Background: an optimization exercise with open tools, aiming at small area. Do not read the settings as production practice.
Only simulation tests tie the RTL to the original design; equivalence was not proved.
Power is estimated from default activity; no workload was simulated.

== oak ==
==> module bsd_chan, before the edit <==
module bsd_chan (
    input  wire               clk,
    input  wire               rst,
    input  wire               bit_en,      
    input  wire               din,         
    input  wire               restart,     
    input  wire               restart_n,   
    input  wire               rs_n,        
    input  wire               comb_pend,   
    input  wire               order4,      
    input  wire [4:0]         tap,         
    input  wire               ok1,         
    input  wire               ok2,
    input  wire               ok3,
    input  wire [15:0]        fr3h,        
    input  wire               fr_par,      
    input  wire               fast_en,
    input  wire [17:0]        n_lo,        
    input  wire [17:0]        n_hi,        
    input  wire [17:0]        n_lo_in,     
    input  wire [17:0]        n_hi_in,     
    input  wire [2:0]         fast_cnt,
    input  wire [12:0]        stuck_n,
    output wire [37:0]        s_data,
    output wire [16:0]        fast_val,
    output reg                fast_out,
    output wire               stuck
);
    integer k;
    reg  [36:0] integ [0:3];
    reg  [36:0] comb_n [0:3];    
    reg  [36:0] ni0, ni2;
    wire        rs  = ~rs_n;
    wire [36:0] nia0 = ni0 | {37{rs}};                        
    wire [36:0] ia1  = integ[1] & {37{rs_n}};
    wire [36:0] nia2 = ni2 | {37{rs}};
    wire [36:0] ia3  = integ[3] & {37{rs_n && order4}};
    wire        xn  = ~din && bit_en;
    wire [36:0] n_new0, i_new1, n_new2, i_new3;               
    rc_addx #(37, 37, 2) u_i0 (.a(nia0), .b(~{{36{xn}}, bit_en}), .ci(1'b1), .s(n_new0));
    rc_addx #(37, 37, 0) u_i1 (.a(ia1), .b(~(n_new0 | {37{~bit_en}})), .ci(1'b0), .s(i_new1));
    rc_addx #(37, 37, 2) u_i2 (.a(nia2), .b(~(i_new1 & {37{bit_en}})), .ci(1'b1), .s(n_new2));
    rc_addx #(37, 37, 0) u_i3 (.a(ia3), .b(~(n_new2 | {37{~(bit_en || !order4)}})), .ci(1'b0), .s(i_new3));
    wire [36:0] c_val0 = integ[3];
    wire [36:0] c_val1, c_val2, c_val3, c_val4;
    rc_addx #(37, 37, 2) u_c0 (.a(c_val0), .b(comb_n[0]), .ci(1'b1), .s(c_val1));
    rc_addx #(37, 37, 2) u_c1 (.a(c_val1), .b(comb_n[1]), .ci(1'b1), .s(c_val2));
    rc_addx #(37, 37, 2) u_c2 (.a(c_val2), .b(comb_n[2]), .ci(1'b1), .s(c_val3));
    rc_addx #(37, 37, 2) u_c3 (.a(c_val3), .b(comb_n[3]), .ci(1'b1), .s(c_val4));
    wire [36:0] s_res = c_val4;
    wire        s_pos = (s_res[35:0] == 36'd0) && dl1[0];    
    assign s_data = {s_res[36] && !s_pos, s_res};
    always @(posedge clk) begin
        ni0      <= n_new0;
        integ[1] <= i_new1;
        ni2      <= n_new2;
        integ[3] <= i_new3;
        if (bit_en) begin
            if (restart) begin
                for (k = 0; k < 4; k = k + 1)
                    comb_n[k] <= ~37'd0;
            end else if (comb_pend) begin
                comb_n[0] <= ~(c_val0 & {37{restart_n}});
                comb_n[1] <= ~(c_val1 & {37{restart_n}});
                comb_n[2] <= ~(c_val2 & {37{restart_n}});
                comb_n[3] <= ~(c_val3 & {37{restart_n && order4}});
            end
        end
    end
    reg [31:0] dl1, dl2, dl3;           
    wire b1 = dl1[tap] && ok1;          
    wire b2 = dl2[tap] && ok2;          
    wire b3 = dl3[tap] && ok3;          
    reg [6:0]  e1, e1d;
    reg [11:0] e2;
    reg [15:0] h3;
    wire [2:0] t1r = {2'b00, din} + {2'b00, b2} - {1'b0, b1, 1'b0};
    wire [2:0] t2r = {2'b00, b1}  + {2'b00, b3} - {1'b0, b2, 1'b0};
    wire [2:0] t1  = t1r & {3{bit_en}};
    wire [2:0] t2  = t2r & {3{bit_en}};
    wire [6:0] e1_n, e1d_n;
    rc_addx #(7, 7, 0) u_e1  (.a(e1),  .b({{4{t1[2]}}, t1}), .ci(1'b0), .s(e1_n));
    rc_addx #(7, 7, 0) u_e1d (.a(e1d), .b({{4{t2[2]}}, t2}), .ci(1'b0), .s(e1d_n));
    wire [7:0] de1;
    rc_addx #(8, 8, 2) u_de1 (.a({e1_n[6], e1_n}), .b(~{e1d_n[6], e1d_n}), .ci(1'b1), .s(de1));
    wire [11:0] e2_n;
    rc_addx #(12, 12, 0) u_e2 (.a(e2), .b({{4{de1[7]}}, de1} & {12{bit_en}}), .ci(1'b0), .s(e2_n));
    wire [15:0] h3_n;
    rc_addx #(16, 16, 0) u_h3 (.a(h3), .b({{4{e2_n[11]}}, e2_n} & {16{bit_en}}), .ci(1'b0), .s(h3_n));
    assign fast_val = {h3, fr_par};
    wire [17:0] v = {~h3_n[15], h3_n, fr_par};    
    wire c_lo, c_hi, c_lo_in, c_hi_in;
    rc_cmpk #(18, 1) u_lo    (.a(v), .nb(n_lo),    .co(c_lo));      
    rc_cmpk #(18, 0) u_hi    (.a(v), .nb(n_hi),    .co(c_hi));      
    rc_cmpk #(18, 1) u_lo_in (.a(v), .nb(n_lo_in), .co(c_lo_in));   
    rc_cmpk #(18, 0) u_hi_in (.a(v), .nb(n_hi_in), .co(c_hi_in));   
    wire out_now = !c_lo || c_hi;
    wire in_now  = c_lo_in && !c_hi_in;
    reg  [2:0] cnt_out, cnt_in;
    wire [2:0] cnt_out_n = out_now ? ((cnt_out == 3'd4) ? 3'd4 : cnt_out + 3'd1) : 3'd0;
    wire [2:0] cnt_in_n  = in_now  ? ((cnt_in  == 3'd4) ? 3'd4 : cnt_in  + 3'd1) : 3'd0;
    always @(posedge clk) begin
        if (bit_en) begin
            dl1 <= {dl1[30:0], din};
            dl2 <= {dl2[30:0], b1};
            dl3 <= {dl3[30:0], b2};
        end
        if (rst) begin
            e1       <= 7'd0;
            e1d      <= 7'd0;
            e2       <= 12'd0;
            h3       <= fr3h;
            fast_out <= 1'b0;
            cnt_out  <= 3'd0;
            cnt_in   <= 3'd0;
        end else begin
            e1  <= e1_n;
            e1d <= e1d_n;
            e2  <= e2_n;
            h3  <= h3_n;
            if (bit_en) begin
                cnt_out  <= cnt_out_n;
                cnt_in   <= cnt_in_n;
                if (!fast_en)
                    fast_out <= 1'b0;
                else if (!fast_out && cnt_out_n >= fast_cnt)
                    fast_out <= 1'b1;
                else if (fast_out && cnt_in_n >= fast_cnt)
                    fast_out <= 1'b0;
            end else if (!fast_en) begin
                fast_out <= 1'b0;
            end
        end
    end
    reg  [12:0] run_len;
    wire [12:0] run_inc;
    rc_inc #(13) u_run (.a(run_len), .s(run_inc));
    wire run_ge;
    rc_cmpk #(13, 1) u_stuck (.a(run_len), .nb(~stuck_n), .co(run_ge));
    always @(posedge clk) begin
        if (rst) begin
            run_len <= 13'd0;
        end else if (bit_en) begin
            if (run_len != 13'd0 && din == dl1[0])
                run_len <= (&run_len) ? run_len : run_inc;
            else
                run_len <= 13'd1;
        end
    end
    assign stuck = run_ge;
endmodule
export LEC_CHECK = 0
export CAP_MARGIN = 20
export CORE_MARGIN = 2
export CORE_UTILIZATION = 65
export CTS_BUF_LIST = sky130_fd_sc_hd__clkbuf_8
export CTS_CLUSTER_DIAMETER = 60
export CTS_CLUSTER_SIZE = 14
export PLACE_DENSITY = 0.75
export SLEW_MARGIN = 20
export SYNTH_HIERARCHICAL = 1
export SYNTH_MINIMUM_KEEP_SIZE = 0
create_clock -name core_clock -period 25.0 [get_ports {clk}]
standard.sh (not shown) runs the stock make flow with config.mk's settings and CLKGATE_MAP_FILE= SYNTH_SCRIPT=/design/flow/synth_recipe.tcl, a recipe that flattens the netlist after the stock synthesis.
==> flow/flow/run.sh <==
#!/bin/bash
# Layout flow: the standard layout (standard.sh, which runs ORFS on
# config.mk with flow/config.mk's settings), with two changes to how the
# layout is made:
#  - the buffers ORFS puts on every input and output port are buf_1 cells
#    (ORFS otherwise picks clkdlybuf4s50_1, 2.7 times the area);
#  - CTS does not add dummy loads to balance the clock tree (the arguments
#    are otherwise the ones ORFS builds from flow/config.mk's CTS settings).
# ORFS writes each step's full log under orfs/logs/; this script's own
# output goes to flow_run.log.
set -euo pipefail
exec > flow_run.log 2>&1
export BUFFER_PORTS_ARGS="-buffer_cell sky130_fd_sc_hd__buf_1"
export CTS_ARGS="-sink_clustering_enable -repair_clock_nets -sink_clustering_size 14 -sink_clustering_max_diameter 60 -buf_list sky130_fd_sc_hd__clkbuf_8 -dont_use_dummy_load"
bash standard.sh
The following lists how pine was set up differently from oak:
--- a/flow/design.v
+++ b/flow/design.v
@@ -26,26 +26,26 @@
     output reg                fast_out,
     output wire               stuck
 );
     integer k;
     reg  [36:0] integ [0:3];
-    reg  [36:0] comb_n [0:3];    
+    reg  [36:0] comb_n [1:3];    
     reg  [36:0] ni0, ni2;
     wire        rs  = ~rs_n;
     wire [36:0] nia0 = ni0 | {37{rs}};                        
     wire [36:0] ia1  = integ[1] & {37{rs_n}};
-    wire [36:0] nia2 = ni2 | {37{rs}};
-    wire [36:0] ia3  = integ[3] & {37{rs_n && order4}};
+    wire        bs   = comb_pend && bit_en;                   
+    wire [36:0] nia2 = ni2 | {37{rs || (bs && !order4)}};
+    wire [36:0] ia3  = integ[3] & {37{rs_n && order4 && !bs}};
     wire        xn  = ~din && bit_en;
     wire [36:0] n_new0, i_new1, n_new2, i_new3;               
     rc_addx #(37, 37, 2) u_i0 (.a(nia0), .b(~{{36{xn}}, bit_en}), .ci(1'b1), .s(n_new0));
     rc_addx #(37, 37, 0) u_i1 (.a(ia1), .b(~(n_new0 | {37{~bit_en}})), .ci(1'b0), .s(i_new1));
     rc_addx #(37, 37, 2) u_i2 (.a(nia2), .b(~(i_new1 & {37{bit_en}})), .ci(1'b1), .s(n_new2));
     rc_addx #(37, 37, 0) u_i3 (.a(ia3), .b(~(n_new2 | {37{~(bit_en || !order4)}})), .ci(1'b0), .s(i_new3));
-    wire [36:0] c_val0 = integ[3];
-    wire [36:0] c_val1, c_val2, c_val3, c_val4;
-    rc_addx #(37, 37, 2) u_c0 (.a(c_val0), .b(comb_n[0]), .ci(1'b1), .s(c_val1));
+    wire [36:0] c_val1 = integ[3];
+    wire [36:0] c_val2, c_val3, c_val4;
     rc_addx #(37, 37, 2) u_c1 (.a(c_val1), .b(comb_n[1]), .ci(1'b1), .s(c_val2));
     rc_addx #(37, 37, 2) u_c2 (.a(c_val2), .b(comb_n[2]), .ci(1'b1), .s(c_val3));
     rc_addx #(37, 37, 2) u_c3 (.a(c_val3), .b(comb_n[3]), .ci(1'b1), .s(c_val4));
     wire [36:0] s_res = c_val4;
     wire        s_pos = (s_res[35:0] == 36'd0) && dl1[0];    
@@ -55,38 +55,32 @@
         integ[1] <= i_new1;
         ni2      <= n_new2;
         integ[3] <= i_new3;
         if (bit_en) begin
             if (restart) begin
-                for (k = 0; k < 4; k = k + 1)
+                for (k = 1; k < 4; k = k + 1)
                     comb_n[k] <= ~37'd0;
             end else if (comb_pend) begin
-                comb_n[0] <= ~(c_val0 & {37{restart_n}});
                 comb_n[1] <= ~(c_val1 & {37{restart_n}});
                 comb_n[2] <= ~(c_val2 & {37{restart_n}});
                 comb_n[3] <= ~(c_val3 & {37{restart_n && order4}});
             end
         end
     end
     reg [31:0] dl1, dl2, dl3;           
     wire b1 = dl1[tap] && ok1;          
     wire b2 = dl2[tap] && ok2;          
     wire b3 = dl3[tap] && ok3;          
-    reg [6:0]  e1, e1d;
+    reg [7:0]  g1;
     reg [11:0] e2;
     reg [15:0] h3;
-    wire [2:0] t1r = {2'b00, din} + {2'b00, b2} - {1'b0, b1, 1'b0};
-    wire [2:0] t2r = {2'b00, b1}  + {2'b00, b3} - {1'b0, b2, 1'b0};
-    wire [2:0] t1  = t1r & {3{bit_en}};
-    wire [2:0] t2  = t2r & {3{bit_en}};
-    wire [6:0] e1_n, e1d_n;
-    rc_addx #(7, 7, 0) u_e1  (.a(e1),  .b({{4{t1[2]}}, t1}), .ci(1'b0), .s(e1_n));
-    rc_addx #(7, 7, 0) u_e1d (.a(e1d), .b({{4{t2[2]}}, t2}), .ci(1'b0), .s(e1d_n));
-    wire [7:0] de1;
-    rc_addx #(8, 8, 2) u_de1 (.a({e1_n[6], e1_n}), .b(~{e1d_n[6], e1d_n}), .ci(1'b1), .s(de1));
+    wire [3:0] ur = {2'b00, b2, b2} + {3'b000, din} - {2'b00, b1, b1} - {3'b000, b3};
+    wire [3:0] u  = ur & {4{bit_en}};
+    wire [7:0] g1_n;
+    rc_addx #(8, 8, 0) u_g1 (.a(g1), .b({{4{u[3]}}, u}), .ci(1'b0), .s(g1_n));
     wire [11:0] e2_n;
-    rc_addx #(12, 12, 0) u_e2 (.a(e2), .b({{4{de1[7]}}, de1} & {12{bit_en}}), .ci(1'b0), .s(e2_n));
+    rc_addx #(12, 12, 0) u_e2 (.a(e2), .b({{4{g1_n[7]}}, g1_n} & {12{bit_en}}), .ci(1'b0), .s(e2_n));
     wire [15:0] h3_n;
     rc_addx #(16, 16, 0) u_h3 (.a(h3), .b({{4{e2_n[11]}}, e2_n} & {16{bit_en}}), .ci(1'b0), .s(h3_n));
     assign fast_val = {h3, fr_par};
     wire [17:0] v = {~h3_n[15], h3_n, fr_par};    
     wire c_lo, c_hi, c_lo_in, c_hi_in;
@@ -104,20 +98,18 @@
             dl1 <= {dl1[30:0], din};
             dl2 <= {dl2[30:0], b1};
             dl3 <= {dl3[30:0], b2};
         end
         if (rst) begin
-            e1       <= 7'd0;
-            e1d      <= 7'd0;
+            g1       <= 8'd0;
             e2       <= 12'd0;
             h3       <= fr3h;
             fast_out <= 1'b0;
             cnt_out  <= 3'd0;
             cnt_in   <= 3'd0;
         end else begin
-            e1  <= e1_n;
-            e1d <= e1d_n;
+            g1  <= g1_n;
             e2  <= e2_n;
             h3  <= h3_n;
             if (bit_en) begin
                 cnt_out  <= cnt_out_n;
                 cnt_in   <= cnt_in_n;
Results
pine has completed all stages; timing, DRC and antenna checks passed. Sort oak and pine by power per unit of standard cell area desc -> top: oak. Compared with oak, pine shows largest net degree at the start of global routing that has gone down by more than 10%. Comparing oak and pine, clock network latency to the later pin of the worst-skew pair is higher on oak. Compared with oak, number of sinks driven by the clock tree in pine decreased by a little under 10%. pine against oak; area enclosed by the die boundary is down by a little under 10%.

========
== ember ==
Another version of the RTL of bsd_group (not shown whole).
For scale: roughly 6,700 cells after synthesis, roughly 320 I/O pins, roughly 0.089 sq mm of cells after synthesis.
==> module bsd_chan, before the edit <==
module bsd_chan (
    input  wire               clk,
    input  wire               rst,
    input  wire               bit_en,      
    input  wire               din,         
    input  wire               restart,     
    input  wire               restart_n,   
    input  wire               rs_n,        
    input  wire               comb_pend,   
    input  wire               order4,      
    input  wire [31:0]        tap_oh,      
    input  wire               ok1,         
    input  wire               ok2,
    input  wire               ok3,
    input  wire [15:0]        fr3h,        
    input  wire               fr_par,      
    input  wire               fast_en,
    input  wire [17:0]        n_lo,        
    input  wire [17:0]        n_hi,        
    input  wire [17:0]        n_lo_in,     
    input  wire [17:0]        n_hi_in,     
    input  wire [2:0]         fast_cnt,
    input  wire [12:0]        stuck_n,
    output wire [37:0]        s_data,
    output wire [16:0]        fast_val,
    output reg                fast_out,
    output wire               stuck
);
    integer k;
    reg  [36:0] comb_n [1:3];    
    reg  [36:0] ni0, i1, ni2, i3;
    wire        rs  = ~rs_n;
    wire [36:0] nia0 = ni0 | {37{rs}};                        
    wire [36:0] ia1  = i1 & {37{rs_n}};
    wire        bs   = comb_pend && bit_en;                   
    wire [36:0] nia2 = ni2 | {37{rs || (bs && !order4)}};
    wire [36:0] ia3  = i3 & {37{rs_n && order4 && !bs}};
    wire        xn  = ~din && bit_en;
    wire [36:0] n_new0, i_new1, n_new2, i_new3;               
    rc_addx #(37, 37, 2) u_i0 (.a(nia0), .b(~{{36{xn}}, bit_en}), .ci(1'b1), .s(n_new0));
    rc_addx #(37, 37, 0) u_i1 (.a(ia1), .b(~(n_new0 | {37{~bit_en}})), .ci(1'b0), .s(i_new1));
    rc_addx #(37, 37, 2) u_i2 (.a(nia2), .b(~(i_new1 & {37{bit_en}})), .ci(1'b1), .s(n_new2));
    rc_addx #(37, 37, 0) u_i3 (.a(ia3), .b(~(n_new2 | {37{~(bit_en || !order4)}})), .ci(1'b0), .s(i_new3));
    wire [36:0] c_val1 = i3;
    wire [36:0] c_val2, c_val3, c_val4;
    rc_addx #(37, 37, 2) u_c1 (.a(c_val1), .b(comb_n[1]), .ci(1'b1), .s(c_val2));
    rc_addx #(37, 37, 2) u_c2 (.a(c_val2), .b(comb_n[2]), .ci(1'b1), .s(c_val3));
    rc_addx #(37, 37, 2) u_c3 (.a(c_val3), .b(comb_n[3]), .ci(1'b1), .s(c_val4));
    wire [36:0] s_res = c_val4;
    wire        s_pos = (s_res[35:0] == 36'd0) && dl1[0];    
    assign s_data = {s_res[36] && !s_pos, s_res};
    always @(posedge clk) begin
        ni0 <= n_new0;
        i1  <= i_new1;
        ni2 <= n_new2;
        i3  <= i_new3;
        if (bit_en) begin
            if (restart) begin
                for (k = 1; k < 4; k = k + 1)
                    comb_n[k] <= ~37'd0;
            end else if (comb_pend) begin
                comb_n[1] <= ~(c_val1 & {37{restart_n}});
                comb_n[2] <= ~(c_val2 & {37{restart_n}});
                comb_n[3] <= ~(c_val3 & {37{restart_n && order4}});
            end
        end
    end
    reg [31:0] dl1, dl2, dl3;           
    wire b1 = |(dl1 & tap_oh) && ok1;   
    wire b2 = |(dl2 & tap_oh) && ok2;   
    wire b3 = |(dl3 & tap_oh) && ok3;   
    reg [7:0]  g1;
    reg [11:0] e2;
    reg [15:0] h3;
    wire [3:0] ur = {2'b00, b2, b2} + {3'b000, din} - {2'b00, b1, b1} - {3'b000, b3};
    wire [3:0] u  = ur & {4{bit_en}};
    wire [7:0] g1_n;
    rc_addx #(8, 8, 0) u_g1 (.a(g1), .b({{4{u[3]}}, u}), .ci(1'b0), .s(g1_n));
    wire [11:0] e2_n;
    rc_addx #(12, 12, 0) u_e2 (.a(e2), .b({{4{g1_n[7]}}, g1_n} & {12{bit_en}}), .ci(1'b0), .s(e2_n));
    wire [15:0] h3_n;
    rc_addx #(16, 16, 0) u_h3 (.a(h3), .b({{4{e2_n[11]}}, e2_n} & {16{bit_en}}), .ci(1'b0), .s(h3_n));
    assign fast_val = {h3, fr_par};
    wire [17:0] v = {~h3_n[15], h3_n, fr_par};    
    wire c_lo, c_hi, c_lo_in, c_hi_in;
    rc_cmpk #(18, 1) u_lo    (.a(v), .nb(n_lo),    .co(c_lo));      
    rc_cmpk #(18, 0) u_hi    (.a(v), .nb(n_hi),    .co(c_hi));      
    rc_cmpk #(18, 1) u_lo_in (.a(v), .nb(n_lo_in), .co(c_lo_in));   
    rc_cmpk #(18, 0) u_hi_in (.a(v), .nb(n_hi_in), .co(c_hi_in));   
    wire out_now = !c_lo || c_hi;
    wire in_now  = c_lo_in && !c_hi_in;
    reg  [2:0] cnt_out, cnt_in;
    wire [2:0] cnt_out_n = out_now ? ((cnt_out == 3'd4) ? 3'd4 : cnt_out + 3'd1) : 3'd0;
    wire [2:0] cnt_in_n  = in_now  ? ((cnt_in  == 3'd4) ? 3'd4 : cnt_in  + 3'd1) : 3'd0;
    always @(posedge clk) begin
        if (bit_en) begin
            dl1 <= {dl1[30:0], din};
            dl2 <= {dl2[30:0], b1};
            dl3 <= {dl3[30:0], b2};
        end
        if (rst) begin
            g1       <= 8'd0;
            e2       <= 12'd0;
            h3       <= fr3h;
            fast_out <= 1'b0;
            cnt_out  <= 3'd0;
            cnt_in   <= 3'd0;
        end else begin
            g1  <= g1_n;
            e2  <= e2_n;
            h3  <= h3_n;
            if (bit_en) begin
                cnt_out  <= cnt_out_n;
                cnt_in   <= cnt_in_n;
                if (!fast_en)
                    fast_out <= 1'b0;
                else if (!fast_out && cnt_out_n >= fast_cnt)
                    fast_out <= 1'b1;
                else if (fast_out && cnt_in_n >= fast_cnt)
                    fast_out <= 1'b0;
            end else if (!fast_en) begin
                fast_out <= 1'b0;
            end
        end
    end
    reg  [12:0] run_len;
    wire [12:0] run_inc;
    rc_inc #(13) u_run (.a(run_len), .s(run_inc));
    wire run_ge;
    rc_cmpk #(13, 1) u_stuck (.a(run_len), .nb(~stuck_n), .co(run_ge));
    always @(posedge clk) begin
        if (rst) begin
            run_len <= 13'd0;
        end else if (bit_en) begin
            if (run_len != 13'd0 && din == dl1[0])
                run_len <= (&run_len) ? run_len : run_inc;
            else
                run_len <= 13'd1;
        end
    end
    assign stuck = run_ge;
endmodule
Settings: LEC_CHECK=0, CAP_MARGIN=20, CORE_MARGIN=2, CORE_UTILIZATION=65, CTS_BUF_LIST=sky130_fd_sc_hd__clkbuf_8, CTS_CLUSTER_DIAMETER=70, CTS_CLUSTER_SIZE=18, PLACE_DENSITY=0.75, SLEW_MARGIN=20, SYNTH_HIERARCHICAL=1, SYNTH_MINIMUM_KEEP_SIZE=0; clock period 25.0 ns.
==> flow/flow/run.sh <==
#!/bin/bash
# Layout flow: the standard layout (standard.sh, which runs ORFS on
# config.mk with flow/config.mk's settings), with two changes to how the
# layout is made:
#  - the buffers ORFS puts on every input and output port are buf_1 cells
#    (ORFS otherwise picks clkdlybuf4s50_1, 2.7 times the area);
#  - CTS does not add dummy loads to balance the clock tree (the arguments
#    are otherwise the ones ORFS builds from flow/config.mk's CTS settings).
# ORFS writes each step's full log under orfs/logs/; this script's own
# output goes to flow_run.log.
set -euo pipefail
exec > flow_run.log 2>&1
export BUFFER_PORTS_ARGS="-buffer_cell sky130_fd_sc_hd__buf_1"
export CTS_ARGS="-sink_clustering_enable -repair_clock_nets -sink_clustering_size 18 -sink_clustering_max_diameter 70 -buf_list sky130_fd_sc_hd__clkbuf_8 -dont_use_dummy_load"
bash standard.sh
The inputs of cedar differ from those of ember as listed below.
-- flow/design.v --
<<< ember, line 28
);
    integer k;
    reg  [36:0] comb_n [1:3];    
    reg  [36:0] ni0, i1, ni2, i3;
    wire        rs  = ~rs_n;
    wire [36:0] nia0 = ni0 | {37{rs}};                        
    wire [36:0] ia1  = i1 & {37{rs_n}};
    wire        bs   = comb_pend && bit_en;                   
    wire [36:0] nia2 = ni2 | {37{rs || (bs && !order4)}};
    wire [36:0] ia3  = i3 & {37{rs_n && order4 && !bs}};
    wire        xn  = ~din && bit_en;
    wire [36:0] n_new0, i_new1, n_new2, i_new3;               
>>> cedar, line 28
);
    integer k;
    reg  [36:0] integ [0:3];
    reg  [36:0] comb_n [1:3];    
    reg  [36:0] ni0, ni2;
    wire        rs  = ~rs_n;
    wire [36:0] nia0 = ni0 | {37{rs}};                        
    wire [36:0] ia1  = integ[1] & {37{rs_n}};
    wire        bs   = comb_pend && bit_en;                   
    wire [36:0] nia2 = ni2 | {37{rs || (bs && !order4)}};
    wire [36:0] ia3  = integ[3] & {37{rs_n && order4 && !bs}};
    wire        xn  = ~din && bit_en;
    wire [36:0] n_new0, i_new1, n_new2, i_new3;               
<<< ember, line 42
    rc_addx #(37, 37, 2) u_i2 (.a(nia2), .b(~(i_new1 & {37{bit_en}})), .ci(1'b1), .s(n_new2));
    rc_addx #(37, 37, 0) u_i3 (.a(ia3), .b(~(n_new2 | {37{~(bit_en || !order4)}})), .ci(1'b0), .s(i_new3));
    wire [36:0] c_val1 = i3;
    wire [36:0] c_val2, c_val3, c_val4;
    rc_addx #(37, 37, 2) u_c1 (.a(c_val1), .b(comb_n[1]), .ci(1'b1), .s(c_val2));
>>> cedar, line 43
    rc_addx #(37, 37, 2) u_i2 (.a(nia2), .b(~(i_new1 & {37{bit_en}})), .ci(1'b1), .s(n_new2));
    rc_addx #(37, 37, 0) u_i3 (.a(ia3), .b(~(n_new2 | {37{~(bit_en || !order4)}})), .ci(1'b0), .s(i_new3));
    wire [36:0] c_val1 = integ[3];
    wire [36:0] c_val2, c_val3, c_val4;
    rc_addx #(37, 37, 2) u_c1 (.a(c_val1), .b(comb_n[1]), .ci(1'b1), .s(c_val2));
<<< ember, line 51
    assign s_data = {s_res[36] && !s_pos, s_res};
    always @(posedge clk) begin
        ni0 <= n_new0;
        i1  <= i_new1;
        ni2 <= n_new2;
        i3  <= i_new3;
        if (bit_en) begin
            if (restart) begin
>>> cedar, line 52
    assign s_data = {s_res[36] && !s_pos, s_res};
    always @(posedge clk) begin
        ni0      <= n_new0;
        integ[1] <= i_new1;
        ni2      <= n_new2;
        integ[3] <= i_new3;
        if (bit_en) begin
            if (restart) begin
<<< ember, line 140
    end
    assign stuck = run_ge;
endmodule
module rc_inc #(parameter W = 8) (
>>> cedar, line 141
    end
    assign stuck = run_ge;
endmodule
module rc_add #(parameter W = 8) (
    input  wire [W-1:0] a,
    input  wire [W-1:0] b,
    input  wire         ci,
    output wire [W-1:0] s
);
    wire [W:0] c;
    assign c[0] = ci;
    genvar i;
    generate
        for (i = 0; i < W; i = i + 1) begin : g_bit
            fa1 u_fa (.a(a[i]), .b(b[i]), .ci(c[i]), .s(s[i]), .co(c[i+1]));
        end
    endgenerate
endmodule
module rc_inc #(parameter W = 8) (
<<< ember, line 245
                ha1 u_ha (.a(a[i]), .b(c[i]), .s(s[i]), .co(c[i+1]));
            end
        end
    endgenerate
>>> cedar, line 261
                ha1 u_ha (.a(a[i]), .b(c[i]), .s(s[i]), .co(c[i+1]));
            end
        end
    endgenerate
    assign s[W] = c[W];
endmodule
module rc_addc #(parameter W = 8) (
    input  wire [W-1:0] a,
    input  wire [W-1:0] b,
    output wire [W:0]   s
);
    wire [W:0] c;
    assign c[0] = 1'b0;
    genvar i;
    generate
        for (i = 0; i < W; i = i + 1) begin : g_bit
            fa1 u_fa (.a(a[i]), .b(b[i]), .ci(c[i]), .s(s[i]), .co(c[i+1]));
        end
    endgenerate
[summary]
From ember to cedar the numbers moved as follows: number of inserted filler cells in the final layout shows an increase of 2.7%, met2 layer wire length in the routed design +about 0.5%, worst setup slack moved up, post-route minimum period -0.026 ns.
Across both runs, met3 usage in global routing was higher for cedar than for ember.
Launching instance or port of the critical path = g_ch[0].u_ch.integ[3][0]: cedar; launching instance or port of the critical path = g_ch[3].u_ch.comb_n[1][0]: ember
ember and cedar ended up with roughly the same sequential share of layout area.
| number of cells in the finished layout apart from fillers | cedar vs ember | ≈ equal |
Changes observed in cedar relative to ember: met2 track demand over resource has remained practically unchanged, cell area after layout level, number of instances resized during post-cts repair flat.
| upper clock frequency limit | cedar vs ember | ≈ equal |

static timing again, ports no longer ideal:
Ports are ideal in the flow. The routed layouts listed here were re-timed in OpenROAD.
Step 1 (the two cells are an assumption about what drives the block):
set clk [get_ports {clk}]
set_driving_cell -lib_cell sky130_fd_sc_hd__clkbuf_16 $clk
set_driving_cell -lib_cell sky130_fd_sc_hd__buf_2 [delete_from_list [all_inputs] $clk]
Step 2 moves the port delays by t, midway between the first and last clock arrival at a register: inputs arrive t later, outputs are due t later. That takes back most of the time a late clock gives input paths.
Slacks: ideal ports / drivers / drivers and shift; pairs: ideal ports / drivers.
| run | t, ns | setup WS [ns] | worst setup path after step 2 | cell pins on the clock port's net |
|---|---|---|---|---|
| oak | 0.948 | 1.645 / 1.569 / 1.798 | input to register | 1 |
| pine | 0.925 | 2.220 / 2.144 / 2.089 | input to register | 1 |
| ember | 0.901 | 1.921 / 1.846 / 1.566 | input to register | 1 |
| cedar | 0.916 | 1.947 / 1.875 / 1.637 | input to register | 1 |
After both steps setup and hold are still met in every run listed. For ember, which loses most, drivers alone change the setup slack by -0.075 ns; drivers and shift together by -0.355 ns.
